What follows belongs to an exercise in optimizing a design on an open flow for small area; a production flow would make more cautious choices.
The RTL was checked by simulation tests, not by an equivalence proof against the original design.
Power figures rest on the tool's default switching activity, not on a simulated workload.

== tundra ==
// tally_block
module tally_block #(
    parameter integer NT = 2,
    parameter integer NP = 4
) (
    input  wire          clk,
    input  wire          rst,
    input  wire          we,
    input  wire          re,
    input  wire [11:0]   addr,
    input  wire [31:0]   wdata,
    output reg  [31:0]   rdata,
    input  wire [7:0]    tb_evt,
    input  wire [31:0]   car_evt,
    input  wire          grid_evt,
    output wire [NP-1:0] tal_pin,
    output wire [NP-1:0] tal_oe,
    output wire [NT-1:0] trig
);
Size in the first run: ~6600 cells after synthesis, roughly 130 I/O pins, roughly 53000 um2 of cells after synthesis.
clock: 25.0 ns
lec_check: 0
abc_area: 1
cap_margin: 20
core_margin: 2
core_utilization: 40
cts_buf_list: sky130_fd_sc_hd__clkbuf_4 sky130_fd_sc_hd__clkbuf_8
gpl_timing_driven: 0
place_density: 0.6
slew_margin: 20
standard.sh (not shown) runs the stock make flow with config.mk's settings and CLKGATE_MAP_FILE= SYNTH_SCRIPT=/design/flow/synth_recipe.tcl, a recipe that flattens the netlist after the stock synthesis.
==> flow/flow/run.sh <==
#!/bin/bash
# Own layout flow: the standard flow, except that the synthesis maps the
# logic with an area-oriented ABC script (flow/area.script) in place of the
# one ORFS picks. Everything else (the Yosys passes before ABC, the register
# names, floorplan, power grid, placement, CTS and routing) is the standard flow.
set -euo pipefail
W=$PWD
# synthesis script: ORFS's synth.tcl with only the ABC script replaced
sed 's|log_cmd abc {\*}$abc_args|log_cmd abc {*}[lreplace $abc_args 1 1 $::env(MY_ABC_SCRIPT)]|' \
    "$FLOW_HOME/scripts/synth.tcl" > "$W/own_synth_core.tcl"
grep -q MY_ABC_SCRIPT "$W/own_synth_core.tcl"
sed "s|source \$::env(SCRIPTS_DIR)/synth.tcl|source $W/own_synth_core.tcl|" \
    "$W/synth_recipe.tcl" > "$W/own_synth.tcl"
grep -q own_synth_core "$W/own_synth.tcl"
sed "s|SYNTH_SCRIPT=[^ ]*|SYNTH_SCRIPT=$W/own_synth.tcl|" "$W/standard.sh" > "$W/own_standard.sh"
grep -q own_synth.tcl "$W/own_standard.sh"
export MY_ABC_SCRIPT="$W/flow/area.script"
bash "$W/own_standard.sh" finish > "$W/own_flow_make.log" 2>&1
test -f "$W/out/final.def"
==> flow/flow/area.script <==
strash
ifraig
scorr
dc2
strash
&get -n
&st
&syn2
&dch
&nf -R 50
&put
buffer -c
topo
upsize -c
dnsize -c
From the logs: tundra reached the end of the flow and failed the layout checks with setup timing.
Setup changes, tundra to juniper
# tundra
export LEC_CHECK = 0
export ABC_AREA = 1
export CAP_MARGIN = 20
export CORE_MARGIN = 2
export CORE_UTILIZATION = 40
export CTS_BUF_LIST = sky130_fd_sc_hd__clkbuf_4 sky130_fd_sc_hd__clkbuf_8
export GPL_TIMING_DRIVEN = 0
export PLACE_DENSITY = 0.6
export SLEW_MARGIN = 20
create_clock -name core_clock -period 25.0 [get_ports {clk}]
# juniper
export LEC_CHECK = 0
export ABC_AREA = 1
export CAP_MARGIN = 20
export CORE_MARGIN = 2
export CORE_UTILIZATION = 40
export CTS_BUF_LIST = sky130_fd_sc_hd__clkbuf_8
export CTS_CLUSTER_DIAMETER = 80
export CTS_CLUSTER_SIZE = 30
export PLACE_DENSITY = 0.6
export SLEW_MARGIN = 20
create_clock -name core_clock -period 25.0 [get_ports {clk}]
--- a/flow/flow/run.sh
+++ b/flow/flow/run.sh
@@ -15,4 +15,5 @@
 sed "s|SYNTH_SCRIPT=[^ ]*|SYNTH_SCRIPT=$W/own_synth.tcl|" "$W/standard.sh" > "$W/own_standard.sh"
 grep -q own_synth.tcl "$W/own_standard.sh"
+export CTS_ARGS="-sink_clustering_enable -repair_clock_nets -buf_list {sky130_fd_sc_hd__clkbuf_4 sky130_fd_sc_hd__clkbuf_8} -dont_use_dummy_load"
 export MY_ABC_SCRIPT="$W/flow/area.script"
 bash "$W/own_standard.sh" finish > "$W/own_flow_make.log" 2>&1
==> comparison <==
The flow did not stop early for juniper: all stages ran, and the layout cleared the timing, design-rule and antenna checks. Total of fill cells in the finished design: juniper vs tundra down 189. Reported for juniper and tundra, placeable core region turned out identical to the last digit. Against tundra, juniper reports a internal cell power that is lower. Looking at achievable frequency, juniper sits 2.6% higher than tundra does. Taking tundra as the reference point, the total negative slack for setup checks of juniper rises by 140 ps. Between tundra and juniper, the flow reports mean number of vias per cell decreasing by a few percent. Non-clock buffer count (higher): juniper. juniper vs tundra: routed length per placed instance down by more than 10%. Summary of the comparison: share of total power in combinational logic is lower in juniper, relative to tundra. Lower proportion of total power due to net switching goes to juniper over tundra. The run showing the greater global-route total usage across every layer is tundra.
Modified inputs, lagoon compared to juniper
# juniper
export LEC_CHECK = 0
export ABC_AREA = 1
export CAP_MARGIN = 20
export CORE_MARGIN = 2
export CORE_UTILIZATION = 40
export CTS_BUF_LIST = sky130_fd_sc_hd__clkbuf_8
export CTS_CLUSTER_DIAMETER = 80
export CTS_CLUSTER_SIZE = 30
export PLACE_DENSITY = 0.6
export SLEW_MARGIN = 20
create_clock -name core_clock -period 25.0 [get_ports {clk}]
# lagoon
export LEC_CHECK = 0
export ABC_AREA = 1
export CAP_MARGIN = 20
export CORE_MARGIN = 2
export CORE_UTILIZATION = 40
export CTS_BUF_LIST = sky130_fd_sc_hd__clkbuf_4 sky130_fd_sc_hd__clkbuf_8
export PLACE_DENSITY = 0.6
export SLEW_MARGIN = 20
create_clock -name core_clock -period 25.0 [get_ports {clk}]
--- a/flow/flow/run.sh
+++ b/flow/flow/run.sh
@@ -15,5 +15,4 @@
 sed "s|SYNTH_SCRIPT=[^ ]*|SYNTH_SCRIPT=$W/own_synth.tcl|" "$W/standard.sh" > "$W/own_standard.sh"
 grep -q own_synth.tcl "$W/own_standard.sh"
-export CTS_ARGS="-sink_clustering_enable -repair_clock_nets -buf_list {sky130_fd_sc_hd__clkbuf_4 sky130_fd_sc_hd__clkbuf_8} -dont_use_dummy_load"
 export MY_ABC_SCRIPT="$W/flow/area.script"
 bash "$W/own_standard.sh" finish > "$W/own_flow_make.log" 2>&1
Status | lagoon and juniper | clean
Between juniper and lagoon, the flow reports number of resized instances in the post-cts repair step decreasing by a few percent.
Cell-internal power | lagoon above juniper
Final cell count, lagoon and juniper, higher one = lagoon.
Fraction of area in clock buffers and inverters for lagoon: 1.8 points up relative to juniper
Compared with juniper, lagoon ends up with more cell area.
juniper has a higher time the worst path needs with I/O delays and setup than lagoon.
The post-route clock period utilization of lagoon and that of juniper are within noise of each other.
In the tables for lagoon and juniper, fraction of area in non-clock buffers reads lower with lagoon.
When the final numbers for lagoon and juniper were put side by side, the total power turned out to be greater in lagoon.
Summary: largest clock skew in the final design, lagoon better than juniper
Power spent charging and discharging nets on lagoon is up relative to juniper.
Setup changes, lagoon to nickel
# lagoon
export LEC_CHECK = 0
export ABC_AREA = 1
export CAP_MARGIN = 20
export CORE_MARGIN = 2
export CORE_UTILIZATION = 40
export CTS_BUF_LIST = sky130_fd_sc_hd__clkbuf_4 sky130_fd_sc_hd__clkbuf_8
export PLACE_DENSITY = 0.6
export SLEW_MARGIN = 20
create_clock -name core_clock -period 25.0 [get_ports {clk}]
# nickel
export LEC_CHECK = 0
export ABC_AREA = 1
export CAP_MARGIN = 20
export CORE_MARGIN = 2
export CORE_UTILIZATION = 40
export CTS_BUF_LIST = sky130_fd_sc_hd__clkbuf_8
export CTS_CLUSTER_DIAMETER = 80
export CTS_CLUSTER_SIZE = 30
export PLACE_DENSITY = 0.6
export SLEW_MARGIN = 20
create_clock -name core_clock -period 25.0 [get_ports {clk}]
--- a/flow/flow/run.sh
+++ b/flow/flow/run.sh
@@ -15,4 +15,5 @@
 sed "s|SYNTH_SCRIPT=[^ ]*|SYNTH_SCRIPT=$W/own_synth.tcl|" "$W/standard.sh" > "$W/own_standard.sh"
 grep -q own_synth.tcl "$W/own_standard.sh"
+export CTS_ARGS="-sink_clustering_enable -repair_clock_nets -sink_clustering_size 20 -sink_clustering_max_diameter 60 -buf_list {sky130_fd_sc_hd__clkbuf_8 sky130_fd_sc_hd__clkbuf_16} -dont_use_dummy_load"
 export MY_ABC_SCRIPT="$W/flow/area.script"
 bash "$W/own_standard.sh" finish > "$W/own_flow_make.log" 2>&1
Results
Compared with lagoon, in nickel depth of the most critical reg-to-reg path rose 2.9%, non-clock buffer count rose 7, combinational power about even, final instance count without filler cells fell 1.7%. Comparing nickel against lagoon, there is no change at all in worst-case setup slack after placement.

Setup of willow:
Another version of the RTL of tally_block (not shown whole).
Size: ~690 flip-flops, about 53000 sq um of cells after synthesis.
Settings: LEC_CHECK=0, ABC_AREA=1, CAP_MARGIN=20, CORE_MARGIN=2, CORE_UTILIZATION=40, PLACE_DENSITY=0.6, SETUP_SLACK_MARGIN=0.2, SLEW_MARGIN=20; clock period 25.0 ns.
==> flow/flow/run.sh <==
#!/bin/bash
# Own layout flow: the standard flow (standard.sh) with three changes.
#  1. Synthesis: ORFS's synth.tcl with only its ABC script replaced by
#     flow/area.script (area-oriented mapping). The Yosys passes before ABC,
#     and so the register names and cells, are the standard synthesis's.
#  2. Global placement stays timing-driven, but does not keep the resizer's
#     buffering from its timing-driven iterations (GPL_KEEP_OVERFLOW=0).
#  3. CTS without dummy loads, with clkbuf_4 / clkbuf_8 (CTS_ARGS). The tree
#     stays balanced; no register's clock is skewed on purpose.
# Floorplan, power grid, tap cells, port buffers, repair and routing are the
# standard flow's. Tool output: own_flow_make.log and orfs/logs/.
set -euo pipefail
W=$PWD
# synthesis script: ORFS's synth.tcl with only the ABC script replaced
sed 's|log_cmd abc {\*}$abc_args|log_cmd abc {*}[lreplace $abc_args 1 1 $::env(MY_ABC_SCRIPT)]|' \
    "$FLOW_HOME/scripts/synth.tcl" > "$W/own_synth_core.tcl"
grep -q MY_ABC_SCRIPT "$W/own_synth_core.tcl"
sed "s|source \$::env(SCRIPTS_DIR)/synth.tcl|source $W/own_synth_core.tcl|" \
    "$W/synth_recipe.tcl" > "$W/own_synth.tcl"
grep -q own_synth_core "$W/own_synth.tcl"
sed "s|SYNTH_SCRIPT=[^ ]*|SYNTH_SCRIPT=$W/own_synth.tcl|" "$W/standard.sh" > "$W/own_standard.sh"
grep -q own_synth.tcl "$W/own_standard.sh"
export MY_ABC_SCRIPT="$W/flow/area.script"
export GPL_KEEP_OVERFLOW=0
export BUFFER_PORTS_ARGS="-buffer_cell sky130_fd_sc_hd__buf_2"
export CTS_ARGS="-sink_clustering_enable -repair_clock_nets -buf_list {sky130_fd_sc_hd__clkbuf_4 sky130_fd_sc_hd__clkbuf_8} -dont_use_dummy_load"
bash "$W/own_standard.sh" finish > "$W/own_flow_make.log" 2>&1
test -f "$W/out/final.def"
Scripts as last shown in full above: flow/flow/area.script
willow: no failed stages, no open violations at the end
> inputs changed (willow -> yarrow)
# willow
export LEC_CHECK = 0
export ABC_AREA = 1
export CAP_MARGIN = 20
export CORE_MARGIN = 2
export CORE_UTILIZATION = 40
export PLACE_DENSITY = 0.6
export SETUP_SLACK_MARGIN = 0.2
export SLEW_MARGIN = 20
create_clock -name core_clock -period 25.0 [get_ports {clk}]
# yarrow
export LEC_CHECK = 0
export ABC_AREA = 1
export CAP_MARGIN = 25
export CORE_MARGIN = 2
export CORE_UTILIZATION = 40
export PLACE_DENSITY = 0.6
export SETUP_SLACK_MARGIN = 0.3
export SLEW_MARGIN = 20
create_clock -name core_clock -period 25.0 [get_ports {clk}]
--- a/flow/flow/run.sh
+++ b/flow/flow/run.sh
@@ -1,3 +1,3 @@
 #!/bin/bash
-# Own layout flow: the standard flow (standard.sh) with three changes.
+# Own layout flow: the standard flow (standard.sh) with four changes.
 #  1. Synthesis: ORFS's synth.tcl with only its ABC script replaced by
@@ -7,4 +7,6 @@
 #     buffering from its timing-driven iterations (GPL_KEEP_OVERFLOW=0).
-#  3. CTS without dummy loads, with clkbuf_4 / clkbuf_8 (CTS_ARGS). The tree
+#  3. CTS without dummy loads, with clkbuf_2 / clkbuf_4 (CTS_ARGS). The tree
 #     stays balanced; no register's clock is skewed on purpose.
+#  4. Every input and output port still gets its own buffer, a buf_2 in place
+#     of the delay buffer ORFS picks (BUFFER_PORTS_ARGS).
 # Floorplan, power grid, tap cells, port buffers, repair and routing are the
@@ -25,3 +27,3 @@
 export BUFFER_PORTS_ARGS="-buffer_cell sky130_fd_sc_hd__buf_2"
-export CTS_ARGS="-sink_clustering_enable -repair_clock_nets -buf_list {sky130_fd_sc_hd__clkbuf_4 sky130_fd_sc_hd__clkbuf_8} -dont_use_dummy_load"
+export CTS_ARGS="-sink_clustering_enable -repair_clock_nets -buf_list {sky130_fd_sc_hd__clkbuf_2 sky130_fd_sc_hd__clkbuf_4} -dont_use_dummy_load"
 bash "$W/own_standard.sh" finish > "$W/own_flow_make.log" 2>&1
==> flow/flow/area.script <==
strash
ifraig
scorr
dc2
strash
&get -n
&st
&syn2
&dch
&nf -a
&put
strash
dc2
&get -n
&st
&dch
&nf -a
&put
==> results.txt <==
Compare yarrow and willow | area of the mapped netlist higher: willow. [compare] base=willow new=yarrow: total power of the final layout decreased by 5.7% relative to the old numbers, count of non-CTS buffers in the layout increased by about 20% relative to the old numbers. yarrow against willow: utilization shows an increase of 2.3 points; effective utilization at floorplan shows no meaningful change; area growth from synthesis to final layout shows an increase of 5.7 points; post-route cell area shows an increase of about 1.8%.
The inputs of harbor differ from those of yarrow as listed below.
# yarrow
export LEC_CHECK = 0
export ABC_AREA = 1
export CAP_MARGIN = 25
export CORE_MARGIN = 2
export CORE_UTILIZATION = 40
export PLACE_DENSITY = 0.6
export SETUP_SLACK_MARGIN = 0.3
export SLEW_MARGIN = 20
create_clock -name core_clock -period 25.0 [get_ports {clk}]
# harbor
export LEC_CHECK = 0
export ABC_AREA = 1
export CAP_MARGIN = 20
export CORE_MARGIN = 2
export CORE_UTILIZATION = 40
export PLACE_DENSITY = 0.6
export SETUP_SLACK_MARGIN = 0.2
export SLEW_MARGIN = 20
create_clock -name core_clock -period 25.0 [get_ports {clk}]
==> flow/flow/run.sh <==
#!/bin/bash
# Own layout flow: the standard flow, except that the synthesis maps the
# logic with an area-oriented ABC script (flow/area.script) in place of the
# one ORFS picks. Everything else (the Yosys passes before ABC, the register
# names, floorplan, power grid, placement, CTS and routing) is the standard flow.
set -euo pipefail
W=$PWD
# synthesis script: ORFS's synth.tcl with only the ABC script replaced
sed 's|log_cmd abc {\*}$abc_args|log_cmd abc {*}[lreplace $abc_args 1 1 $::env(MY_ABC_SCRIPT)]|' \
    "$FLOW_HOME/scripts/synth.tcl" > "$W/own_synth_core.tcl"
grep -q MY_ABC_SCRIPT "$W/own_synth_core.tcl"
sed "s|source \$::env(SCRIPTS_DIR)/synth.tcl|source $W/own_synth_core.tcl|" \
    "$W/synth_recipe.tcl" > "$W/own_synth.tcl"
grep -q own_synth_core "$W/own_synth.tcl"
sed "s|SYNTH_SCRIPT=[^ ]*|SYNTH_SCRIPT=$W/own_synth.tcl|" "$W/standard.sh" > "$W/own_standard.sh"
grep -q own_synth.tcl "$W/own_standard.sh"
export CTS_ARGS="-sink_clustering_enable -repair_clock_nets -buf_list {sky130_fd_sc_hd__clkbuf_4 sky130_fd_sc_hd__clkbuf_8} -dont_use_dummy_load"
export GPL_KEEP_OVERFLOW=0
export MY_ABC_SCRIPT="$W/flow/area.script"
bash "$W/own_standard.sh" finish > "$W/own_flow_make.log" 2>&1
test -f "$W/out/final.def"
==> flow/flow/area.script <==
strash
ifraig
scorr
dc2
strash
&get -n
&st
&syn2
&dch
&nf -R 50
&put
buffer -c
topo
upsize -c
dnsize -c
Results
As of harbor, clock buffer count in the final layout had fallen by more than a quarter compared to yarrow. Of harbor and yarrow, harbor shows the higher cell count after synthesis, with yarrow below it. Taking yarrow as the reference, in harbor fraction of area in multi-input gates now larger, xor/xnor share of the synthesized area shows an increase of 0.47 points, sequential share of layout area went up by 0.17 points. Part of the total power dissipated in the clock network delta for harbor relative to yarrow: 1.0 points higher. Going from yarrow to harbor, mux contribution to synthesized area grows by 0.59 points. harbor ended with more area after synthesis than yarrow. Final worst setup slack (higher): yarrow.

## re-timing with driven ports
No port has a modelled driver above. Below, the same layouts with a new extraction and two added sets of constraints.
Step 1 sets driving cells, clkbuf_16 on the clock port and buf_2 on the other inputs (assumed; they add their load-dependent delay and slew).
Step 2, shift: input delay + t, output delay - t, t = (earliest + latest rising clock arrival at the registers) / 2. This alone moves slack from input paths to output paths.
a / b / c = ideal / step 1 / step 2; a / b = the first two.
| run | shift t [ns] | slack for setup (ns) | clock arrival spread, ns | worst register clock-pin slew, ns | worst slew at a driven data input, ns |
|---|---|---|---|---|---|
| tundra | 1.018 | -0.137 / -0.065 / -1.083 | 0.061 / 0.061 | 0.08 / 0.08 | 0.21 |
| juniper | 0.963 | 0.491 / 0.559 / -0.404 | 0.127 / 0.127 | 0.07 / 0.07 | 0.11 |
| lagoon | 0.995 | 0.510 / 0.579 / -0.417 | 0.079 / 0.079 | 0.07 / 0.07 | 0.12 |
| nickel | 0.776 | 0.472 / 0.528 / -0.248 | 0.068 / 0.068 | 0.09 / 0.09 | 0.13 |
| willow | 0.920 | 0.262 / 0.286 / -0.634 | 0.056 / 0.056 | 0.06 / 0.06 | 0.21 |
| yarrow | 1.306 | 0.589 / 0.649 / -0.657 | 0.150 / 0.151 | 0.07 / 0.07 | 0.07 |
| harbor | 0.929 | 0.342 / 0.393 / -0.537 | 0.097 / 0.097 | 0.07 / 0.07 | 0.18 |
With both steps, setup timing fails in 6 of these runs, where it was met with ideal ports. The setup slack of yarrow, which loses most, moves by +0.060 ns with the drivers and by -1.246 ns with both steps.
